What follows belongs to an exercise in optimizing a design on an open flow for small area; a production flow would make more cautious choices.
The RTL was checked by simulation tests, not by an equivalence proof against the original design.
Power is estimated from default activity; no workload was simulated.

run A:
Design weft_rx_lane, start of the top module:
module weft_rx_lane (
    input  wire        clk,
    input  wire        rst,
    input  wire        rx_valid,
    input  wire [65:0] rx_word,
    input  wire        align_start,
    output reg         out_valid,
    output reg         out_ctrl,
    output reg  [63:0] out_data,
    output wire [2:0]  lane_state,
    output wire        block_lock,
    output wire        frame_lock,
    output reg  [6:0]  slip_count,
    output reg  [7:0]  align_count,
    output reg  [31:0] align_fail_count,
    output reg  [31:0] code_errors,
    output reg  [23:0] frame_seq,
    output reg  [7:0]  lane_index,
    output reg  [7:0]  lane_role
);
    localparam [7:0] T_FRAMING = 8'h1E;
    localparam [7:0] T_STUFF   = 8'h2D;
    localparam [7:0] T_SOAK    = 8'h33;
    localparam [7:0] T_WAKE    = 8'h4B;
    localparam [7:0] T_LINE    = 8'h55;
    localparam [7:0] T_SEGMENT = 8'h66;
    reg        st_al, st_up, st_ft;
    reg        ph_f1, ph_f2;
    reg [65:0] prev_word;
    reg [6:0]  slip;             
    reg [57:0] scr_hist;         
    reg [9:0]  cnt;              
    reg [1:0]  attempt;          
    reg [23:0] last_seq;         
    reg        frame_miss;       
    reg [62:0] inv_hist;         
    reg [3:0]  inv_cnt;          
    reg        mature;           
    wire [131:0] window = {rx_word, prev_word};
    wire [128:0] sh64 = {window[128:68], slip[6] ? window[131:64] : window[67:0]};
    wire [96:0]  sh32 = slip[5] ? sh64[128:32] : sh64[96:0];
  ...
clock: 12.0 ns
lec_check: 0
cap_margin: 20
core_margin: 2
core_utilization: 60
cts_cluster_diameter: 100
cts_cluster_size: 25
place_density: 0.8
slew_margin: 20
standard.sh (not shown) runs the stock make flow with config.mk's settings and CLKGATE_MAP_FILE= SYNTH_SCRIPT=/design/flow/synth_recipe.tcl, a recipe that flattens the netlist after the stock synthesis.
==> flow/flow/run.sh <==
#!/bin/bash
# Standard layout with two changes that only affect cell area:
#  1. after the standard synthesis, the combinational logic between the
#     (untouched) registers is re-mapped with an area-oriented ABC script;
#  2. the port buffers use the smallest buffer cell.
# Each tool's output goes to its own log in this folder.
set -euo pipefail
export BUFFER_PORTS_ARGS="-buffer_cell sky130_fd_sc_hd__buf_1"
R=orfs/results/$FLOW_PLATFORM/weft_rx_lane/base
bash standard.sh synth > synth.log 2>&1
cp $R/1_2_yosys.v std_synth.v
yosys -c flow/resynth.tcl > resynth.log 2>&1
cp resynth.v $R/1_2_yosys.v
rm -f $R/1_synth.odb
bash standard.sh > layout.log 2>&1
==> flow/flow/resynth.tcl <==
# Re-map the combinational logic of the standard synthesis for area.
# Registers are kept as black boxes, so their instances and names stay.
yosys -import
set lib $::env(FLOW_HOME)/platforms/$::env(FLOW_PLATFORM)/lib/sky130_fd_sc_hd__tt_025C_1v80.lib
set du {}
set f [open flow/dont_use.txt]
foreach c [split [read $f] "\n"] { if {$c ne ""} { lappend du -dont_use $c } }
close $f
read_liberty -ignore_miss_func $lib
setattr -mod -set keep_hierarchy 1 sky130_fd_sc_hd__*df* sky130_fd_sc_hd__*dl* sky130_fd_sc_hd__conb_1
read_verilog std_synth.v
hierarchy -top $::env(FLOW_TOP)
flatten
yosys rename -hide w:*.*
opt_clean -purge
abc -liberty $lib {*}$du -script "+strash; dch; amap -F 10 -A 50; topo" $::env(FLOW_TOP)
opt_clean -purge
hilomap -singleton -hicell sky130_fd_sc_hd__conb_1 HI -locell sky130_fd_sc_hd__conb_1 LO
insbuf -buf sky130_fd_sc_hd__buf_1 A X
opt_clean -purge
select $::env(FLOW_TOP)
tee -o resynth_after.txt stat -liberty $lib
check $::env(FLOW_TOP)
write_verilog -noattr -nohex -nodec -selected resynth.v
Other scripts of this flow, unchanged in this note and not shown: flow/flow/dont_use.txt
Run A: done, clean on timing, DRC and antenna
Input changes introduced in run B (baseline for comparison: run A):
Settings: a change of CORE_UTILIZATION from 60 to 50; an added GPL_TIMING_DRIVEN of 0; a change of PLACE_DENSITY from 0.8 to 0.7.
Notes after the runs:
- [compare] base=run A new=run B: final cell count now larger; number of clock buffers in the layout shows a reduction of about 3%; cell area shows an increase of 1.1%; sequential share of layout area went down; net load switching power shrank by 1.2%.
- | setup slack | run B vs run A | worse |
- Run B vs. run A: die area picked up an extra 20%, final estimated routing congestion in global placement lost 7.1%.
> inputs changed (run B -> run C)
Settings: removing GPL_TIMING_DRIVEN (formerly 0); changing PLACE_DENSITY from 0.7 to 0.6; changing CORE_UTILIZATION from 50 to 40.
==> run summary <==
No stage failed in run C, and the final checks on the layout all came back clean.
From run B to run C the numbers moved as follows: number of cells traversed by the worst hold path neither gained nor lost much; cell count increased by 5.8% relative to the old numbers; HPWL after detailed placement picked up an extra about 9%; worst setup slack moved up.
Inputs modified between run C and run D:
Settings: putting GPL_TIMING_DRIVEN at 0 where nothing was set.
Fmax on run D is behind run C.
Run D against run C; sum of internal, switching and leakage power is down slightly.
For the setup slack, run D came in 1.54 ns lower than run C did.
The inputs of run E differ from those of run D as listed below.
Settings: CTS_CLUSTER_DIAMETER removed (was 100); CTS_CLUSTER_SIZE removed (was 25); GPL_TIMING_DRIVEN removed (was 0).
diff --git a/flow/flow/resynth.tcl b/flow/flow/resynth.tcl
--- a/flow/flow/resynth.tcl
+++ b/flow/flow/resynth.tcl
@@ -14,5 +14,5 @@
 yosys rename -hide w:*.*
 opt_clean -purge
-abc -liberty $lib {*}$du -script "+strash; dch; amap -F 10 -A 50; topo" $::env(FLOW_TOP)
+abc -liberty $lib {*}$du -script "+strash; dch; amap; topo" $::env(FLOW_TOP)
 opt_clean -purge
 hilomap -singleton -hicell sky130_fd_sc_hd__conb_1 HI -locell sky130_fd_sc_hd__conb_1 LO
Results
| via count | higher: run E |
[compare] base=run D new=run E: post-route total power rose by 21%; per-cell via count in the routed design fell by 0.043.
Looking at internal power component, run E sits about 23% higher than run D does.
Row number of signal-net buffers in the layout: run E higher / run D lower
Count of cell instances traversed by the critical path ended up 3 lower on run E than on run D.
[run E vs run D] sequential share of layout area: lower in run E

==> static timing again, ports no longer ideal <==
The flow's constraints put no driver on any port. The routed layouts listed below were extracted and timed again, unchanged, in two steps. Step 1 (the two cells are an assumption about what drives the block):
set clk [get_ports {clk}]
set_driving_cell -lib_cell sky130_fd_sc_hd__clkbuf_16 $clk
set_driving_cell -lib_cell sky130_fd_sc_hd__buf_2 [delete_from_list [all_inputs] $clk]
Step 2 moves the port delays by t, midway between the first and last clock arrival at a register: inputs arrive t later, outputs are due t later. That takes back most of the time a late clock gives input paths. Three values: no drivers, after step 1, after step 2; two values: the first two.
| run | t (ns) | slack for setup (ns) | clock arrival spread, ns | worst register clock-pin slew, ns | worst data-port slew with drivers (ns) |
|---|---|---|---|---|---|
| run A | 0.599 | 2.667 / 2.684 / 2.085 | 0.022 / 0.023 | 0.11 / 0.11 | 0.06 |
| run B | 0.607 | 1.272 / 1.272 / 1.272 | 0.026 / 0.026 | 0.10 / 0.10 | 0.04 |
| run C | 0.641 | 2.636 / 2.675 / 2.035 | 0.025 / 0.025 | 0.11 / 0.11 | 0.04 |
| run D | 0.625 | 1.099 / 1.099 / 1.099 | 0.028 / 0.028 | 0.10 / 0.10 | 0.05 |
| run E | 0.645 | 2.201 / 2.244 / 1.600 | 0.029 / 0.029 | 0.07 / 0.07 | 0.05 |
After both steps setup and hold are still met in every run listed.
